From an optimization exercise on the open Yosys and OpenROAD flow, aimed at small area, a short achievable clock period and few clock cycles; shortcuts taken in it are not production practice.
Only simulation tests tie the RTL to the original design; equivalence was not proved.
Power is estimated from default activity; no workload was simulated.

// bale_decoder
module bale_decoder (
    input  wire        clk,
    input  wire        rst,
    input  wire        in_valid,
    output wire        in_ready,
    input  wire [7:0]  in_data,
    input  wire        in_last,
    output reg         out_valid,
    input  wire        out_ready,
    output reg  [7:0]  out_data,
    output reg         done,
    output reg         bad,
    output reg         crc_fail,
    output wire [31:0] label
);
    localparam [3:0] S_HDR   = 4'd0,
                     S_TAG   = 4'd1,
                     S_EXT0  = 4'd2,
                     S_EXT1  = 4'd3,
                     S_DATA  = 4'd4,    
                     S_DELTA = 4'd5,
                     S_PAD   = 4'd6,
                     S_TRL   = 4'd7,
                     S_DISC  = 4'd8,    
                     S_FIN   = 4'd9;    
    localparam [9:0] H_HDR   = 10'b0000000001,
                     H_TAG   = 10'b0000000010,
                     H_EXT0  = 10'b0000000100,
  ...
==> flow/config.mk <==
export PLATFORM = sky130hd
export DESIGN_NAME = bale_decoder
export DESIGN_NICKNAME = bale_decoder
export VERILOG_FILES = /design/flow/design.v
export SDC_FILE = /design/flow/constraint.sdc
export NUM_CORES = 4
export LEC_CHECK = 0
export CAP_MARGIN = 20
export CORE_MARGIN = 2
export CORE_UTILIZATION = 40
export CTS_BUF_LIST = sky130_fd_sc_hd__clkbuf_8
export SLEW_MARGIN = 20
export TNS_END_PERCENT = 0
==> flow/constraint.sdc <==
create_clock -name core_clock -period 9.0 [get_ports {clk}]
set_input_delay 1.8000 -clock core_clock [delete_from_list [all_inputs] [get_ports {clk}]]
set_output_delay 1.8000 -clock core_clock [all_outputs]
set_load 0.01 [all_outputs]
standard.sh (not shown) runs the stock make flow with config.mk's settings and CLKGATE_MAP_FILE= SYNTH_SCRIPT=/design/flow/synth_recipe.tcl, a recipe that flattens the netlist after the stock synthesis.
==> flow/flow/run.sh <==
#!/bin/bash
# The standard layout (standard.sh: standard synthesis through finish),
# with the port buffers that placement inserts on every input and output
# made plain sky130 buf_2 cells instead of the slower delay-buffer cell the
# resizer picks by default, and the setup repair aimed 6 ns above the
# clock period's slack. Make's full output goes to standard.log here; each
# ORFS step also keeps its own log under orfs/logs.
set -euo pipefail
export BUFFER_PORTS_ARGS="-buffer_cell sky130_fd_sc_hd__buf_2"
export SETUP_SLACK_MARGIN=6
bash standard.sh > standard.log 2>&1
The first run passed the timing, design-rule and antenna checks.
Testbench counts at the start, summed over its fixed seeds: cycles 122,630.
==> next run, changes <==
- CORE_UTILIZATION: 40 -> 50
The new run passed the timing, design-rule and antenna checks.
Global-route usage rises by 5.5 points.
Power grows by 3.9%.
Core utilization grows by 12 points.
Via count rose by 0.94%.
Die area shrinks by 20%.
Design area hardly moves.
Worst setup slack gets worse by 0.12 ns.
Worst hold slack gets worse by 0.032 ns.

bale_decoder, a different RTL version from the one above (not shown whole).
Size in the first run: about 1,900 cells after synthesis, ~270 flip-flops, roughly 58 I/O pins, ~18,000 um2 of cells after synthesis.
export LEC_CHECK = 0
export CAP_MARGIN = 20
export CORE_MARGIN = 2
export CORE_UTILIZATION = 50
export CTS_BUF_LIST = sky130_fd_sc_hd__clkbuf_8
export SLEW_MARGIN = 20
export TNS_END_PERCENT = 10
create_clock -name core_clock -period 9.0 [get_ports {clk}]
Scripts as last shown in full above: flow/flow/run.sh
Testbench counts at the start, summed over its fixed seeds: cycles 122,630.
Then changed:
Settings changed: CORE_UTILIZATION 50 to 40, TNS_END_PERCENT 10 to 0.
Outcome: Via count falls slightly. Final cell count increases by a few percent. First-iteration DRC count increases by a quarter to a third. Power decreases slightly. Design area barely changes. Setup slack gains 0.047 ns. Utilization shrinks by 12 points. Count of clock-buffer cells in the layout goes down by 3.
Then changed:
Settings changed: CORE_UTILIZATION 40 to 50.
Power drops by 0.78%.
Global-route usage climbs by 5.6 points.
Final cell count drops by 4.7%.
Synthesized cell count is unchanged.
First-iteration DRC count drops by 20%.
Sequential power stays flat.
Worst setup slack is better by 0.013 ns.
Combinational power stays flat.
Utilization climbs by 11 points.
Register-to-register slack is better by 0.04 ns.
Then changed:
Settings changed: CORE_UTILIZATION 50 to 55.
=> Design area is lower by 2.5%; power is lower by 3.3%; worst hold slack stays flat; area after synthesis stays the same; core utilization is higher by 4.0 points.
Then changed:
Settings changed: CORE_UTILIZATION 55 to 40, PLACE_DENSITY set to 0.7.
Effect: Flip-flop and latch count is unchanged. Core utilization goes down by 16 points. Sequential share of layout area falls by 0.79 points. Cell count went up by 8.3%. Worst setup slack is better by 0.16 ns. Cell area climbs by 2.4%.

Starting RTL as in the previous note.
Settings: LEC_CHECK=0, CAP_MARGIN=20, CORE_MARGIN=2, CORE_UTILIZATION=50, CTS_BUF_LIST=sky130_fd_sc_hd__clkbuf_16, SLEW_MARGIN=20, TNS_END_PERCENT=0; clock period 9.0 ns.
Scripts as last shown in full above: flow/flow/run.sh
The starting point ran to the end with no violations.
Testbench counts at the start, summed over its fixed seeds: cycles 122,630.
Edit:
- CTS_BUF_LIST: sky130_fd_sc_hd__clkbuf_16 -> sky130_fd_sc_hd__clkbuf_8 sky130_fd_sc_hd__clkbuf_16
Result: Clock skew stays flat. Total power hardly moves. Critical path depth stays the same. Fmax stays flat. Routed wire length is about the same. First-iteration DRC count stays flat.
Edit:
- CTS_BUF_LIST: sky130_fd_sc_hd__clkbuf_8 sky130_fd_sc_hd__clkbuf_16 -> sky130_fd_sc_hd__clkbuf_16
- CTS_CLUSTER_DIAMETER: default -> 80
- CTS_CLUSTER_SIZE: default -> 24
Effect: The new run passed the timing, design-rule and antenna checks; design area drops by about 2.5%; worst setup slack is worse by 71 ps; via count falls by about 1%; fmax came out lower by about 2%; synthesized cell count is unchanged; routed wire length went down by 1.1%; core utilization falls by 1.4 points; hold slack gets better by 11 ps; non-clock buffer count came out lower by 7; power shrinks by about 7%; sequential share of layout area grows by 0.86 points.
Edit:
--- a/flow/flow/run.sh
+++ b/flow/flow/run.sh
@@ -4,3 +4,3 @@
 # made plain sky130 buf_2 cells instead of the slower delay-buffer cell the
-# resizer picks by default, and the setup repair aimed 6 ns above the
+# resizer picks by default, and the setup repair aimed 7 ns above the
 # clock period's slack. Make's full output goes to standard.log here; each
@@ -9,3 +9,3 @@
 export BUFFER_PORTS_ARGS="-buffer_cell sky130_fd_sc_hd__buf_2"
-export SETUP_SLACK_MARGIN=6
+export SETUP_SLACK_MARGIN=7
 bash standard.sh > standard.log 2>&1
- CTS_BUF_LIST: sky130_fd_sc_hd__clkbuf_16 -> sky130_fd_sc_hd__clkbuf_8
- CTS_CLUSTER_DIAMETER: 80 -> default
- CTS_CLUSTER_SIZE: 24 -> default
Flip-flop and latch count stays the same. Synthesized area stays the same. Global-route usage came out higher by 0.71 points. Routed wire length came out higher by a few percent.

## job 6325
Another version of the RTL of bale_decoder (not shown whole).
For scale: roughly 210 flip-flops, roughly 0.016 sq mm of cells after synthesis.
clock: 9.0 ns
lec_check: 0
abc_clock_period_in_ps: 4500
cap_margin: 20
core_margin: 2
core_utilization: 40
setup_slack_margin: 4
slew_margin: 20
run.sh (not shown) runs the stock make flow with config.mk's settings and CLKGATE_MAP_FILE= SYNTH_SCRIPT=/design/flow/synth_recipe.tcl, a recipe that flattens the netlist after the stock synthesis.
Stock flow here: none of the scripts above is used.
Job 6325 finished every step from synthesis to the final layout, and the layout passed the timing, design-rule and antenna checks.
Testbench counts of job 6325, summed over its fixed seeds: cycles 123,047.
What job 1514 does differently from job 6325 at the input level:
- SETUP_SLACK_MARGIN no longer set, was 4
- ABC_CLOCK_PERIOD_IN_PS no longer set, was 4500
[summary]
The via count reported for job 1514 is lower than the one for job 6325. In the reports for job 6325 and job 1514, the larger power belongs to job 6325. Delta (job 1514 minus job 6325): non-clock buffer count saw a decrease, fraction of power consumed by combinational cells about even, total routing resource utilization after global routing saw little to no change, area of the multi-input gates now smaller.
> inputs changed (job 1514 -> job 9105)
- SETUP_SLACK_MARGIN now 5, previously not set
- TNS_END_PERCENT now 0, previously not set
- CTS_BUF_LIST now sky130_fd_sc_hd__clkbuf_8, previously not set
==> flow/flow/run.sh (new file) <==
#!/bin/bash
# The standard layout (standard.sh: standard synthesis through finish),
# with the port buffers that placement inserts on every input and output
# made plain sky130 buf_2 cells instead of the slower delay-buffer cell the
# resizer picks by default. Make's full output goes to standard.log here;
# each ORFS step also keeps its own log under orfs/logs.
set -euo pipefail
export BUFFER_PORTS_ARGS="-buffer_cell sky130_fd_sc_hd__buf_2"
bash standard.sh > standard.log 2>&1
==> flow/standard.sh (new file) <==
#!/bin/bash
# synth_recipe.tcl (not shown) runs the flow's synth.tcl, then flattens the netlist and writes it again
# the make line also repeats each setting of config.mk as NAME=value (left out here)
make -C /OpenROAD-flow-scripts/flow DESIGN_CONFIG=/design/flow/config.mk WORK_HOME=/design/flow/orfs CLKGATE_MAP_FILE= SYNTH_SCRIPT=/design/flow/synth_recipe.tcl "${@:-finish}"
removed: flow/run.sh
==> comparison <==
- Job 1514 → job 9105: wire length of the first global-routing pass has increased, clock skew grew by 0.022 ns, final setup slack of the worst path now larger.
- Power of the combinational group: job 9105 vs job 1514 — no meaningful difference
- Compared with job 1514, job 9105 shows a lower number of DRC markers after the initial detailed-route iteration.
- Relative to job 1514, via density per instance has decreased by 0.026 in job 9105.
- Job 9105 supports a higher top clock frequency than job 1514.

## lane 1
bale_decoder, a different RTL version from the one above (not shown whole).
Size: ~270 flip-flops, ~0.017 mm^2 of cells after synthesis.
// bale_decoder
module bale_decoder (
    input  wire        clk,
    input  wire        rst,
    input  wire        in_valid,
    output wire        in_ready,
    input  wire [7:0]  in_data,
    input  wire        in_last,
    output reg         out_valid,
    input  wire        out_ready,
    output reg  [7:0]  out_data,
    output reg         done,
    output reg         bad,
    output reg         crc_fail,
    output wire [31:0] label
);
Settings: LEC_CHECK=0, CAP_MARGIN=20, CORE_MARGIN=2, CORE_UTILIZATION=50, CTS_BUF_LIST=sky130_fd_sc_hd__clkbuf_8, SLEW_MARGIN=20, TNS_END_PERCENT=0; clock period 9.0 ns.
standard.sh (not shown) runs the stock make flow with config.mk's settings and CLKGATE_MAP_FILE= SYNTH_SCRIPT=/design/flow/synth_recipe.tcl, a recipe that flattens the netlist after the stock synthesis.
==> flow/flow/run.sh <==
#!/bin/bash
# The standard layout (standard.sh: standard synthesis through finish),
# with the port buffers that placement inserts on every input and output
# made plain sky130 buf_2 cells instead of the slower delay-buffer cell the
# resizer picks by default, and the setup repair aimed 6 ns above the
# clock period's slack. Make's full output goes to standard.log here; each
# ORFS step also keeps its own log under orfs/logs.
set -euo pipefail
export BUFFER_PORTS_ARGS="-buffer_cell sky130_fd_sc_hd__buf_2"
export SETUP_SLACK_MARGIN=6
bash standard.sh > standard.log 2>&1
Testbench counts of lane 1, summed over its fixed seeds: cycles 122,630.
Changes in lane 2 relative to lane 1:
Settings: CORE_UTILIZATION: 50 -> 40.
==> notes.md <==
- Lane 2: flow completed, timing, DRC and antenna clean
- Sequential share of layout area: lane 1 and lane 2 compared, higher one is lane 1
- Note that the area of the core region recorded for lane 2 amounts to 1.3 times the value seen in lane 1.
- When lane 2 is set beside lane 1, its count of clock-buffer cells in the layout turns out to be 6.8% smaller.
- Going from lane 1 to lane 2, global-route usage decreased by 5.7 points relative to the old numbers, share of power burned in combinational logic increased by 1.8 points relative to the old numbers, wire length increased by 0.87% relative to the old numbers, via count of the first global-routing pass closely matched the old numbers.
- On lane 2: area growth from synthesis to layout is 2.9 points higher than what lane 1 gave.
- Relative to lane 1, the final cell count measured on lane 2 has increased by a few percent.
- In the flow results for lane 1 and lane 2, the worst setup slack is larger on lane 2.

orange:
bale_decoder, a different RTL version from the one above (not shown whole).
Size in the first run: about 1,800 cells after synthesis, about 58 I/O pins, ~0.017 sq mm of cells after synthesis.
Settings: LEC_CHECK=0, CAP_MARGIN=20, CORE_MARGIN=2, CORE_UTILIZATION=40, CTS_BUF_LIST=sky130_fd_sc_hd__clkbuf_4, SLEW_MARGIN=20, TNS_END_PERCENT=0; clock period 9.0 ns.
Scripts as last shown in full above: flow/flow/run.sh
Testbench counts of orange, summed over its fixed seeds: cycles 123,047.
[inputs] red vs orange
Settings: putting SETUP_SLACK_MARGIN at 5 where nothing was set; swapping sky130_fd_sc_hd__clkbuf_4 for sky130_fd_sc_hd__clkbuf_8 in CTS_BUF_LIST.
==> flow/flow/run.sh <==
#!/bin/bash
# The standard layout (standard.sh: standard synthesis through finish),
# with the port buffers that placement inserts on every input and output
# made plain sky130 buf_2 cells instead of the slower delay-buffer cell the
# resizer picks by default. Make's full output goes to standard.log here;
# each ORFS step also keeps its own log under orfs/logs.
set -euo pipefail
export BUFFER_PORTS_ARGS="-buffer_cell sky130_fd_sc_hd__buf_2"
bash standard.sh > standard.log 2>&1
Findings:
orange ended up with dw[0] as its critical path launch point; red ended up with crc[1]. Delta (red minus orange): buffer count excluding the clock tree in the final layout down about 7%; violation count after the first detailed-routing iteration shrank by about 13%. Area: red vs orange -> red smaller. Taking orange as the reference, in red flip-flop and latch share of the layout cell area held steady, combinational share of power went up 0.2 points, footprint of the multi-input gates essentially unchanged, buffers plus inverters on the worst setup path now smaller. Compared to orange, red has setup slack 0.16 ns higher.

bale_decoder with an RTL version that a note above also has.
Size: roughly 1800 cells after synthesis, roughly 16000 sq um of cells after synthesis.
clock: 9.0 ns
lec_check: 0
cap_margin: 20
core_margin: 2
core_utilization: 40
setup_slack_margin: 5
slew_margin: 20
tns_end_percent: 5
run.sh (not shown) runs the stock make flow with config.mk's settings and CLKGATE_MAP_FILE= SYNTH_SCRIPT=/design/flow/synth_recipe.tcl, a recipe that flattens the netlist after the stock synthesis.
Stock flow here: none of the scripts above is used.
The starting point ran to the end with no violations.
Testbench counts at the start, summed over its fixed seeds: cycles 123,047.
Then changed:
- CORE_UTILIZATION: 40 -> 65
- TNS_END_PERCENT: 5 -> not set
Utilization rises by 33 points; routed wire length climbs by 12%; sequential cell count is unchanged; final area rose by 4.0%; via count went up by about 11%; global-route usage grows by 18 points; critical path depth increases by 4; worst hold slack stays flat; cell count fell by about 5%; maximum frequency drops by 0.39%; worst setup slack gets worse by 17 ps.
Then changed:
- CORE_UTILIZATION: 65 -> 40
- CTS_BUF_LIST: not set -> sky130_fd_sc_hd__clkbuf_8
- TNS_END_PERCENT: not set -> 0
Effect:
- The new run ran to the end with no violations
- sequential power barely changes
- worst hold slack hardly moves
- sequential share of layout area came out higher by 1.6 points
- power shrinks by 6.0%
- critical path depth goes down by 1
- setup slack loses 7.5 ps
- core utilization drops by 34 points
- final area goes down by 5.8%
- via count drops by 9.1%
Then changed:
- CTS_BUF_LIST: sky130_fd_sc_hd__clkbuf_8 -> not set
- TNS_END_PERCENT: 0 -> not set
Routed wire length climbs slightly.
Fmax came out lower slightly.
Non-clock buffer count went up by 47.
Critical path depth went up by 1.
Combinational power goes up by a few percent.
Total power climbs by a few percent.
Hold slack improved by 5.7 ps.
Worst setup slack gets worse by 14 ps.
Utilization went up by 2.1 points.
Sequential cell count does not change.
Via count came out higher slightly.
Then changed:
==> flow/flow/run.sh (new file) <==
#!/bin/bash
# Standard layout (the standard.sh: standard synthesis, floorplan, place,
# CTS, route, finish) with a tighter setup-repair target and power/area
# recovery on non-critical gates after global routing.
set -euo pipefail
export SETUP_SLACK_MARGIN=${SETUP_SLACK_MARGIN_OVERRIDE:-5}
export RECOVER_POWER=100
bash standard.sh > standard.log 2>&1
==> flow/standard.sh (new file) <==
#!/bin/bash
# synth_recipe.tcl (not shown) runs the flow's synth.tcl, then flattens the netlist and writes it again
# the make line also repeats each setting of config.mk as NAME=value (left out here)
make -C /OpenROAD-flow-scripts/flow DESIGN_CONFIG=/design/flow/config.mk WORK_HOME=/design/flow/orfs CLKGATE_MAP_FILE= SYNTH_SCRIPT=/design/flow/synth_recipe.tcl "${@:-finish}"
- CTS_BUF_LIST: not set -> sky130_fd_sc_hd__clkbuf_8
- SETUP_SLACK_MARGIN: 5 -> not set
- TNS_END_PERCENT: not set -> 0
removed: flow/run.sh
The changed run finished but failed the layout checks on capacitance limit, slew limit.
Via count goes down by about 1.1%.
Global-route usage rose by 0.17 points.
Flip-flop and latch count stays the same.
Final area is lower by 6.1%.
Worst hold slack degrades by 4.8 ps.
Sequential share of layout area rose by 1.8 points.
Wire length is lower by about 0.9%.
Sequential power hardly moves.
Non-clock buffer count is lower by 47.
Register-to-register slack got worse by 1700 ps.
Maximum frequency fell by about 30%.

port drivers added, routing unchanged:
The results above use ideal ports. As a check the final layouts listed here were re-extracted and re-timed, cells and wires unchanged. Step 1 sets driving cells, clkbuf_16 on the clock port and buf_2 on the other inputs (assumed; they add their load-dependent delay and slew). Step 2 times the ports against the registers' clock, not the clock port: input delays grow and output delays shrink by t, the midpoint of the rising clock arrivals with the driver on. a / b / c = no drivers / after step 1 / after step 2; a / b = the first two.
run | t, ns | setup slack, ns | worst hold slack (ns) | worst setup path at the end | worst slew at a driven data input, ns
the first run of note 1 | 0.671 | 5.668 / 5.635 / 4.964 | 0.495 / 0.495 / 0.495 | input to register | 0.08
the second run of note 1 | 0.665 | 5.551 / 5.562 / 4.897 | 0.464 / 0.464 / 0.464 | input to register | 0.09
the first run of note 2 | 0.659 | 5.748 / 5.775 / 5.115 | 0.441 / 0.441 / 0.441 | input to register | 0.07
the second run of note 2 | 0.671 | 5.795 / 5.774 / 5.104 | 0.440 / 0.440 / 0.440 | input to register | 0.09
the third run of note 2 | 0.669 | 5.809 / 5.810 / 5.140 | 0.433 / 0.433 / 0.433 | input to register | 0.07
the fourth run of note 2 | 0.663 | 5.547 / 5.564 / 4.901 | 0.430 / 0.430 / 0.430 | input to register | 0.09
the fifth run of note 2 | 0.663 | 5.711 / 5.662 / 4.999 | 0.499 / 0.499 / 0.499 | input to register | 0.18
the first run of note 3 | 0.634 | 5.737 / 5.720 / 5.111 | 0.433 / 0.433 / 0.433 | input to register | 0.08
the second run of note 3 | 0.635 | 5.736 / 5.721 / 5.110 | 0.433 / 0.433 / 0.433 | input to register | 0.08
the third run of note 3 | 0.577 | 5.665 / 5.649 / 5.092 | 0.445 / 0.445 / 0.445 | input to register | 0.07
the fourth run of note 3 | 0.669 | 5.809 / 5.810 / 5.140 | 0.433 / 0.433 / 0.433 | input to register | 0.07
job 6325 | 0.572 | 4.123 / 4.073 / 3.714 | 0.459 / 0.459 / 0.459 | input to register | 0.04
job 1514 | 0.571 | 3.125 / 3.075 / 3.162 | 0.459 / 0.459 / 0.459 | input to register | 0.04
job 9105 | 0.601 | 4.627 / 4.575 / 4.159 | 0.467 / 0.467 / 0.467 | input to register | 0.05
lane 1 | 0.664 | 5.567 / 5.574 / 4.910 | 0.478 / 0.478 / 0.478 | input to register | 0.06
lane 2 | 0.662 | 5.750 / 5.740 / 5.078 | 0.461 / 0.461 / 0.461 | input to register | 0.08
orange | 0.825 | 4.706 / 4.679 / 4.688 | 0.480 / 0.480 / 0.480 | input to register | 0.10
red | 0.663 | 4.863 / 4.807 / 4.545 | 0.481 / 0.481 / 0.481 | input to register | 0.11
the first run of note 7 | 0.578 | 4.725 / 4.673 / 4.262 | 0.460 / 0.460 / 0.460 | input to register | 0.04
the second run of note 7 | 0.587 | 4.708 / 4.659 / 4.388 | 0.459 / 0.459 / 0.459 | input to register | 0.08
the third run of note 7 | 0.583 | 4.701 / 4.651 / 4.174 | 0.460 / 0.460 / 0.460 | input to register | 0.04
the fourth run of note 7 | 0.575 | 4.686 / 4.635 / 4.522 | 0.466 / 0.466 / 0.466 | input to register | 0.05
the fifth run of note 7 | 0.581 | 2.944 / 2.972 / 2.391 | 0.461 / 0.461 / 0.461 | input to register | 0.04
For the fifth run of note 2, which loses most, drivers alone change the setup slack by -0.049 ns; drivers and shift together by -0.712 ns.
